This is an optimization exercise on Yosys and OpenROAD, whose aim is small area and few clock cycles per item, not a production implementation.
Where RTL was checked, it was by simulation tests only, not by an equivalence proof against the original.
No activity file was given, so power comes from the tool's default toggle rates.

Design rs_c3_enc, start of the top module:
module rs_c3_enc (
    input  wire        clk,
    input  wire        rst,
    input  wire        in_valid,
    output wire        in_ready,
    input  wire [15:0] in_data,
    output wire        out_valid,
    input  wire        out_ready,
    output wire [15:0] out_data,
    output wire        out_last
);
For scale: ~1100 cells after synthesis, roughly 39 I/O pins, roughly 15000 sq um of cells after synthesis.
==> flow/config.mk <==
export PLATFORM = sky130hd
export DESIGN_NAME = rs_c3_enc
export DESIGN_NICKNAME = rs_c3_enc
export VERILOG_FILES = /design/flow/design.v
export SDC_FILE = /design/flow/constraint.sdc
export NUM_CORES = 4
export LEC_CHECK = 0
export CAP_MARGIN = 20
export CORE_MARGIN = 2
export CORE_UTILIZATION = 40
export PLACE_DENSITY = 0.6
export SLEW_MARGIN = 20
==> flow/constraint.sdc <==
create_clock -name core_clock -period 4.0 [get_ports {clk}]
set_input_delay 0.8000 -clock core_clock [delete_from_list [all_inputs] [get_ports {clk}]]
set_output_delay 0.8000 -clock core_clock [all_outputs]
set_load 0.01 [all_outputs]
standard.sh (not shown) runs the stock make flow with config.mk's settings and CLKGATE_MAP_FILE= SYNTH_SCRIPT=/design/flow/synth_recipe.tcl, a recipe that flattens the netlist after the stock synthesis.
==> flow/flow/run.sh <==
#!/bin/bash
# The standard layout (standard.sh) with two changes:
#  - ABC maps the logic with a plain structural mapping (flow/abc.script), so
#    the XOR network written in the RTL is kept as it is;
#  - extra ORFS make variables from flow/extra.sh (placement/CTS options).
# Each tool's output goes to the ORFS logs under orfs/logs; make's own output
# goes to make.log.
set -euo pipefail
HERE=$(pwd)
cat > my_synth.tcl <<EOF
proc abc {args} {
  set i [lsearch -exact \$args -script]
  if {\$i >= 0} { set args [lreplace \$args [expr {\$i+1}] [expr {\$i+1}] $HERE/flow/abc.script] }
  yosys abc {*}\$args
}
source $HERE/synth_recipe.tcl
EOF
{
  cat flow/extra.sh
  sed -e "s#SYNTH_SCRIPT=[^ ]*#SYNTH_SCRIPT=$HERE/my_synth.tcl#" \
      -e 's#"\${@:-finish}"#"${EXTRA[@]}" "${@:-finish}"#' standard.sh
} > my_standard.sh
bash my_standard.sh > make.log 2>&1
==> flow/flow/abc.script <==
strash
map -a
==> flow/flow/extra.sh <==
EXTRA=(GPL_KEEP_OVERFLOW=0)
The first run produced a layout that fails on negative setup slack.
Testbench counts at the start, summed over its fixed seeds: cycles 49,280, words 192.
Rerun with:
==> flow/flow/extra.sh (replaced) <==
EXTRA=("BUFFER_PORTS_ARGS=-buffer_cell sky130_fd_sc_hd__buf_2" "CTS_ARGS=-sink_clustering_enable -repair_clock_nets -dont_use_dummy_load")
- CORE_UTILIZATION: 40 -> 55
- PLACE_DENSITY: 0.6 -> 0.7
=> Now the flow completed with no timing, DRC or antenna violations; via count fell by 1.8%; register-to-register slack gets better by 260 ps; clock skew fell by 21 ps; global-route usage rose by 6.8 points; total power fell by about 7%; setup slack gets better by 190 ps.
Rerun with:
- CORE_UTILIZATION: 55 -> 40
- PLACE_DENSITY: 0.7 -> 0.6
Routed wire length came out higher by 4.7%.
Clock-buffer cell count came out higher by 3.
Power came out higher by 3.1%.
Non-clock buffer count came out lower by 5.
Sequential share of layout area came out lower by 0.63 points.
Utilization came out lower by 18 points.
Synthesized cell count is unchanged.
Rerun with:
==> flow/flow/run.sh (replaced) <==
#!/bin/bash
set -euo pipefail
HERE=$(pwd)
cat > my_synth.tcl <<EOF
proc abc {args} {
  set i [lsearch -exact \$args -script]
  if {\$i >= 0} { set args [lreplace \$args [expr {\$i+1}] [expr {\$i+1}] $HERE/flow/abc.script] }
  yosys abc {*}\$args
}
source $HERE/synth_recipe.tcl
EOF
sed "s#SYNTH_SCRIPT=[^ ]*#SYNTH_SCRIPT=$HERE/my_synth.tcl#" standard.sh > my_standard.sh
bash my_standard.sh > make.log 2>&1
- CORE_UTILIZATION: 40 -> 55
- PLACE_DENSITY: 0.6 -> 0.7
removed: flow/flow/extra.sh
The new run went through all stages and came out clean.
Via count came out higher by 5.0%.
Synthesized area stays the same.
Synthesized cell count stays the same.
Utilization came out higher by 20 points.
Hold slack gets better by 15 ps.
Global-route usage came out higher by 8.0 points.
Worst setup slack gets worse by 18 ps.
Combinational power came out higher by 12%.
First-iteration DRC count came out higher by 46%.
Non-clock buffer count came out higher by 2.

Setup of v6:
rs_c3_enc, a different RTL version from the one above (not shown whole).
For scale: roughly 270 flip-flops, roughly 0.014 mm^2 of cells after synthesis.
Settings: LEC_CHECK=0, CAP_MARGIN=20, CORE_MARGIN=2, CORE_UTILIZATION=55, PLACE_DENSITY=0.7, SLEW_MARGIN=20; clock period 4.0 ns.
==> flow/flow/run.sh <==
#!/bin/bash
# The standard layout (standard.sh) with two changes:
#  - ABC maps the logic with an area-oriented structural mapping (&nf) (flow/abc.script), so
#    the XOR network written in the RTL is kept as it is;
#  - extra ORFS make variables from flow/extra.sh (placement/CTS options).
# Each tool's output goes to the ORFS logs under orfs/logs; make's own output
# goes to make.log.
set -euo pipefail
HERE=$(pwd)
cat > my_synth.tcl <<EOF
proc abc {args} {
  set i [lsearch -exact \$args -script]
  if {\$i >= 0} { set args [lreplace \$args [expr {\$i+1}] [expr {\$i+1}] $HERE/flow/abc.script] }
  yosys abc {*}\$args
}
source $HERE/synth_recipe.tcl
EOF
{
  cat flow/extra.sh
  sed -e "s#SYNTH_SCRIPT=[^ ]*#SYNTH_SCRIPT=$HERE/my_synth.tcl#" \
      -e 's#"\${@:-finish}"#"${EXTRA[@]}" "${@:-finish}"#' standard.sh
} > my_standard.sh
bash my_standard.sh > make.log 2>&1
==> flow/flow/abc.script <==
&get -n
&st
&dch -f
&nf -R 1000
&put
==> flow/flow/extra.sh <==
EXTRA=("BUFFER_PORTS_ARGS=-buffer_cell sky130_fd_sc_hd__buf_1" "CTS_ARGS=-sink_clustering_enable -repair_clock_nets -dont_use_dummy_load -sink_clustering_size 24 -sink_clustering_max_diameter 120")
Testbench counts of v6, summed over its fixed seeds: cycles 49,280, words 192.
Inputs modified between v6 and v7:
Settings: SETUP_SLACK_MARGIN: unset -> 0.05.
==> flow/flow/extra.sh <==
EXTRA=("BUFFER_PORTS_ARGS=-buffer_cell sky130_fd_sc_hd__buf_1" "CTS_ARGS=-sink_clustering_enable -repair_clock_nets -dont_use_dummy_load -sink_clustering_size 20 -sink_clustering_max_diameter 100")
Findings:
Between v6 and v7, the antenna diode instance count is higher for v7. v7 | status: complete | timing, DRC, antenna: pass. The lower post-place setup slack of v6 and v7 is in v6. Compared with v6, v7 shows a register-to-register slack that is 0.07 ns lower.

Another version of the RTL of rs_c3_enc (not shown whole).
For scale: roughly 980 cells after synthesis, roughly 270 flip-flops, roughly 39 I/O pins, ~0.014 mm² of cells after synthesis.
==> flow/config.mk <==
export PLATFORM = sky130hd
export DESIGN_NAME = rs_c3_enc
export DESIGN_NICKNAME = rs_c3_enc
export VERILOG_FILES = /design/flow/design.v
export SDC_FILE = /design/flow/constraint.sdc
export NUM_CORES = 4
export LEC_CHECK = 0
export CAP_MARGIN = 20
export CORE_MARGIN = 2
export CORE_UTILIZATION = 65
export PLACE_DENSITY = 0.8
export SETUP_SLACK_MARGIN = 0.1
export SLEW_MARGIN = 20
==> flow/constraint.sdc <==
create_clock -name core_clock -period 4.0 [get_ports {clk}]
set_input_delay 0.8000 -clock core_clock [delete_from_list [all_inputs] [get_ports {clk}]]
set_output_delay 0.8000 -clock core_clock [all_outputs]
set_load 0.01 [all_outputs]
==> flow/flow/extra.sh <==
EXTRA=("BUFFER_PORTS_ARGS=-buffer_cell sky130_fd_sc_hd__buf_1" "CTS_ARGS=-sink_clustering_enable -repair_clock_nets -dont_use_dummy_load -sink_clustering_size 30 -sink_clustering_max_diameter 140")
Scripts as last shown in full above: flow/flow/run.sh, flow/flow/abc.script
Testbench counts at the start, summed over its fixed seeds: cycles 49,280, words 192.
==> next run, changes <==
==> flow/flow/extra.sh (replaced) <==
EXTRA=("BUFFER_PORTS_ARGS=-buffer_cell sky130_fd_sc_hd__buf_1" "CTS_ARGS=-sink_clustering_enable -repair_clock_nets -dont_use_dummy_load -sink_clustering_size 24 -sink_clustering_max_diameter 120")
Effect: Clock skew came out higher by 0.040 ns. Design area came out higher slightly. First-iteration DRC count came out lower by a little under a tenth. Cell count hardly moves. Wire length came out higher slightly. Clock-buffer cell count came out higher by 3. Combinational power stays flat. Non-clock buffer count is unchanged.
==> next run, changes <==
==> flow/flow/extra.sh (replaced) <==
EXTRA=("BUFFER_PORTS_ARGS=-buffer_cell sky130_fd_sc_hd__buf_1" "CTS_ARGS=-sink_clustering_enable -repair_clock_nets -dont_use_dummy_load -sink_clustering_size 27 -sink_clustering_max_diameter 130")
- CORE_UTILIZATION: 65 -> 60
- PLACE_DENSITY: 0.8 -> 0.75
=> The new run passed the timing, design-rule and antenna checks; combinational power barely changes; setup slack gains 0.069 ns; final area barely changes; wire length barely changes; flip-flop and latch count does not change; non-clock buffer count is lower by 3; first-iteration DRC count rises by 5.4%; sequential share of layout area rises by 0.11 points.
==> next run, changes <==
==> flow/flow/extra.sh (replaced) <==
EXTRA=("BUFFER_PORTS_ARGS=-buffer_cell sky130_fd_sc_hd__buf_1" "CTS_ARGS=-sink_clustering_enable -repair_clock_nets -dont_use_dummy_load -sink_clustering_size 24 -sink_clustering_max_diameter 120")
=> First-iteration DRC count increases by 2.6%; cell area went up by 0.32%; global-route usage is about the same; routed wire length is about the same; utilization came out higher by 0.22 points; fmax is about the same; hold slack stays flat; combinational power stays flat.

rs_c3_enc with an RTL version that a note above also has.
Size in the first run: roughly 270 flip-flops, about 39 I/O pins, roughly 14000 sq um of cells after synthesis.
export LEC_CHECK = 0
export CAP_MARGIN = 20
export CORE_MARGIN = 2
export CORE_UTILIZATION = 55
export PLACE_DENSITY = 0.7
export SLEW_MARGIN = 20
create_clock -name core_clock -period 4.0 [get_ports {clk}]
==> flow/flow/extra.sh <==
EXTRA=("BUFFER_PORTS_ARGS=-buffer_cell sky130_fd_sc_hd__buf_1" "CTS_ARGS=-sink_clustering_enable -repair_clock_nets -dont_use_dummy_load -sink_clustering_size 20 -sink_clustering_max_diameter 100")
Scripts as last shown in full above: flow/flow/run.sh, flow/flow/abc.script
Testbench counts at the start, summed over its fixed seeds: cycles 49,280, words 192.
Next try:
==> flow/flow/extra.sh (replaced) <==
EXTRA=("BUFFER_PORTS_ARGS=-buffer_cell sky130_fd_sc_hd__buf_1" "CTS_ARGS=-sink_clustering_enable -repair_clock_nets -dont_use_dummy_load -sink_clustering_size 24 -sink_clustering_max_diameter 120")
Settings changed: CORE_UTILIZATION 55 to 60, PLACE_DENSITY 0.7 to 0.75.
Total power fell by 2.2%.
Sequential power hardly moves.
Worst setup slack gets better by 0.050 ns.
Synthesized area stays the same.
Final area fell by 1.1%.
Flip-flop and latch count is unchanged.
Core utilization rose by 5.7 points.
Worst hold slack gets better by 0.012 ns.

Another version of the RTL of rs_c3_enc (not shown whole).
For scale: about 14000 um2 of cells after synthesis.
Settings: LEC_CHECK=0, CAP_MARGIN=20, CORE_MARGIN=2, CORE_UTILIZATION=40, PLACE_DENSITY=0.6, SLEW_MARGIN=20; clock period 4.0 ns.
==> flow/flow/run.sh <==
#!/bin/bash
set -euo pipefail
HERE=$(pwd)
cat > my_synth.tcl <<EOF
proc abc {args} {
  set i [lsearch -exact \$args -script]
  if {\$i >= 0} { set args [lreplace \$args [expr {\$i+1}] [expr {\$i+1}] $HERE/flow/abc.script] }
  yosys abc {*}\$args
}
source $HERE/synth_recipe.tcl
EOF
sed "s#SYNTH_SCRIPT=[^ ]*#SYNTH_SCRIPT=$HERE/my_synth.tcl#" standard.sh > my_standard.sh
bash my_standard.sh > make.log 2>&1
==> flow/flow/abc.script <==
strash
map -a
Rerun with:
- GPL_TIMING_DRIVEN: default -> 0
Outcome:
- Now the flow ran to the end with violations: negative setup slack
- worst setup slack loses 470 ps
- synthesized area stays the same
- critical path depth goes up by 8
- non-clock buffer count goes down by 3
- combinational power goes up by about 3%
Function was not checked in any run of this note: the RTL went through the layout flow alone.

Another version of the RTL of rs_c3_enc (not shown whole).
Size: roughly 1100 cells after synthesis, roughly 270 flip-flops, about 39 I/O pins, roughly 15000 µm² of cells after synthesis.
## rs_c3_enc
module rs_c3_enc (
    input  wire        clk,
    input  wire        rst,
    input  wire        in_valid,
    output wire        in_ready,
    input  wire [15:0] in_data,
    output wire        out_valid,
    input  wire        out_ready,
    output wire [15:0] out_data,
    output wire        out_last
);
    localparam integer K    = 240;
    localparam integer NPAR = 16;
    reg [15:0] q [1:NPAR-1];
    reg [15:0] fbd;
    reg        emitting;    
    reg        flushing;    
    reg [7:0]  in_cnt;
    reg [3:0]  out_cnt;
    wire [15:0] gp [0:NPAR-1];
    wire x0 = fbd[8] ^ fbd[15];
    wire x1 = fbd[9] ^ fbd[14];
    wire x2 = fbd[3] ^ fbd[11];
    wire x3 = fbd[4] ^ fbd[12];
    wire x4 = fbd[0] ^ x1;
    wire x5 = fbd[10] ^ x0;
    wire x6 = fbd[8] ^ fbd[13];
    wire x7 = fbd[2] ^ fbd[14];
    wire x8 = fbd[5] ^ fbd[15];
    wire x9 = fbd[7] ^ x6;
    wire x10 = fbd[1] ^ fbd[6];
    wire x11 = x4 ^ x10;
    wire x12 = fbd[0] ^ x8;
    wire x13 = fbd[11] ^ x7;
    wire x14 = fbd[1] ^ x5;
    wire x15 = x3 ^ x11;
    wire x16 = fbd[6] ^ fbd[12];
    wire x17 = fbd[15] ^ x16;
    wire x18 = fbd[11] ^ fbd[14];
    wire x19 = x8 ^ x18;
    wire x20 = x3 ^ x7;
    wire x21 = fbd[10] ^ x20;
    wire x22 = x2 ^ x3;
    wire x23 = fbd[2] ^ x22;
    wire x24 = x2 ^ x6;
    wire x25 = x12 ^ x24;
    wire x26 = fbd[5] ^ fbd[11];
    wire x27 = x24 ^ x26;
    wire x28 = x11 ^ x27;
    wire x29 = fbd[4] ^ fbd[14];
    wire x30 = x5 ^ x29;
    wire x31 = x6 ^ x30;
    wire x32 = fbd[3] ^ fbd[12];
    wire x33 = x1 ^ x32;
    wire x34 = x0 ^ x33;
    wire x35 = fbd[1] ^ fbd[8];
    wire x36 = fbd[9] ^ x35;
    wire x37 = x24 ^ x36;
    wire x38 = fbd[0] ^ fbd[7];
    wire x39 = x20 ^ x38;
    wire x40 = x30 ^ x39;
    wire x41 = x32 ^ x35;
    wire x42 = x27 ^ x41;
    wire x43 = fbd[2] ^ fbd[5];
    wire x44 = fbd[13] ^ x38;
    wire x45 = x43 ^ x44;
    wire x46 = x14 ^ x45;
    wire x47 = x6 ^ x21;
    wire x48 = x11 ^ x13;
  ...
==> flow/config.mk <==
export PLATFORM = sky130hd
export DESIGN_NAME = rs_c3_enc
export DESIGN_NICKNAME = rs_c3_enc
export VERILOG_FILES = /design/flow/design.v
export SDC_FILE = /design/flow/constraint.sdc
export NUM_CORES = 4
export LEC_CHECK = 0
export CAP_MARGIN = 20
export CORE_MARGIN = 2
export CORE_UTILIZATION = 55
export PLACE_DENSITY = 0.7
export SLEW_MARGIN = 20
==> flow/constraint.sdc <==
create_clock -name core_clock -period 4.0 [get_ports {clk}]
set_input_delay 0.8000 -clock core_clock [delete_from_list [all_inputs] [get_ports {clk}]]
set_output_delay 0.8000 -clock core_clock [all_outputs]
set_load 0.01 [all_outputs]
==> flow/flow/run.sh <==
#!/bin/bash
# The standard layout (standard.sh) with two changes:
#  - ABC maps the logic with a plain structural mapping (flow/abc.script), so
#    the XOR network written in the RTL is kept as it is;
#  - extra ORFS make variables from flow/extra.sh (placement/CTS options).
# Each tool's output goes to the ORFS logs under orfs/logs; make's own output
# goes to make.log.
set -euo pipefail
HERE=$(pwd)
cat > my_synth.tcl <<EOF
proc abc {args} {
  set i [lsearch -exact \$args -script]
  if {\$i >= 0} { set args [lreplace \$args [expr {\$i+1}] [expr {\$i+1}] $HERE/flow/abc.script] }
  yosys abc {*}\$args
}
source $HERE/synth_recipe.tcl
EOF
{
  cat flow/extra.sh
  sed -e "s#SYNTH_SCRIPT=[^ ]*#SYNTH_SCRIPT=$HERE/my_synth.tcl#" \
      -e 's#"\${@:-finish}"#"${EXTRA[@]}" "${@:-finish}"#' standard.sh
} > my_standard.sh
bash my_standard.sh > make.log 2>&1
==> flow/flow/extra.sh <==
EXTRA=("BUFFER_PORTS_ARGS=-buffer_cell sky130_fd_sc_hd__buf_2" "CTS_ARGS=-sink_clustering_enable -repair_clock_nets -dont_use_dummy_load -buf_list sky130_fd_sc_hd__clkbuf_8 -root_buf sky130_fd_sc_hd__clkbuf_8")
Scripts as last shown in full above: flow/flow/abc.script
The baseline went through all stages and came out clean.
Rerun with:
==> flow/flow/extra.sh (replaced) <==
EXTRA=("BUFFER_PORTS_ARGS=-buffer_cell sky130_fd_sc_hd__buf_2" "CTS_ARGS=-sink_clustering_enable -repair_clock_nets -dont_use_dummy_load")
After rerunning: Design area goes up slightly. Sequential power stays flat. Worst hold slack improves by 0.0040 ns. Total power climbs by a few percent. Via count goes down slightly. Die area does not change.
No run of this note included a check of the RTL's function; only the layout flow was run.

==> what the ideal ports hide <==
No port has a modelled driver above. Below, the same layouts with a new extraction and two added sets of constraints.
Step 1 (the two cells are an assumption about what drives the block):
set clk [get_ports {clk}]
set_driving_cell -lib_cell sky130_fd_sc_hd__clkbuf_16 $clk
set_driving_cell -lib_cell sky130_fd_sc_hd__buf_2 [delete_from_list [all_inputs] $clk]
Step 2 times the ports against the registers' clock, not the clock port: input delays grow and output delays shrink by t, the midpoint of the rising clock arrivals with the driver on.
a / b / c = ideal ports / drivers / drivers and shift; a / b = the first two.
run	shift t [ns]	slack for setup (ns)	hold WS [ns]	latest minus earliest clock arrival (ns)	worst slew at a driven data input, ns
the first run of note 1	0.628	-0.065 / -0.067 / -0.065	0.488 / 0.488 / 0.488	0.036 / 0.036	0.03
the second run of note 1	0.595	0.123 / 0.071 / 0.196	0.481 / 0.481 / 0.481	0.016 / 0.016	0.03
the third run of note 1	0.621	0.062 / 0.012 / 0.091	0.479 / 0.479 / 0.479	0.022 / 0.023	0.03
the fourth run of note 1	0.605	0.044 / -0.005 / 0.093	0.493 / 0.493 / 0.493	0.021 / 0.021	0.03
v6	0.520	0.166 / 0.118 / 0.322	0.454 / 0.454 / 0.454	0.089 / 0.089	0.03
v7	0.556	0.144 / 0.094 / 0.254	0.460 / 0.460 / 0.460	0.038 / 0.038	0.03
the first run of note 3	0.530	0.189 / 0.141 / 0.343	0.464 / 0.464 / 0.464	0.046 / 0.047	0.03
the second run of note 3	0.518	0.184 / 0.137 / 0.266	0.464 / 0.464 / 0.464	0.091 / 0.091	0.03
the third run of note 3	0.542	0.254 / 0.208 / 0.449	0.457 / 0.457 / 0.457	0.032 / 0.032	0.03
the fourth run of note 3	0.526	0.255 / 0.206 / 0.379	0.455 / 0.455 / 0.455	0.065 / 0.065	0.03
the first run of note 4	0.546	0.122 / 0.073 / 0.284	0.447 / 0.447 / 0.447	0.044 / 0.044	0.03
the second run of note 4	0.518	0.172 / 0.124 / 0.215	0.459 / 0.459 / 0.459	0.063 / 0.063	0.03
the first run of note 5	0.603	0.108 / 0.062 / 0.108	0.484 / 0.484 / 0.484	0.015 / 0.015	0.03
the second run of note 5	0.615	-0.366 / -0.366 / -0.366	0.484 / 0.484 / 0.484	0.014 / 0.014	0.03
the first run of note 6	0.594	0.125 / 0.075 / 0.141	0.482 / 0.482 / 0.482	0.042 / 0.042	0.03
the second run of note 6	0.601	0.104 / 0.052 / 0.214	0.486 / 0.486 / 0.486	0.018 / 0.018	0.03
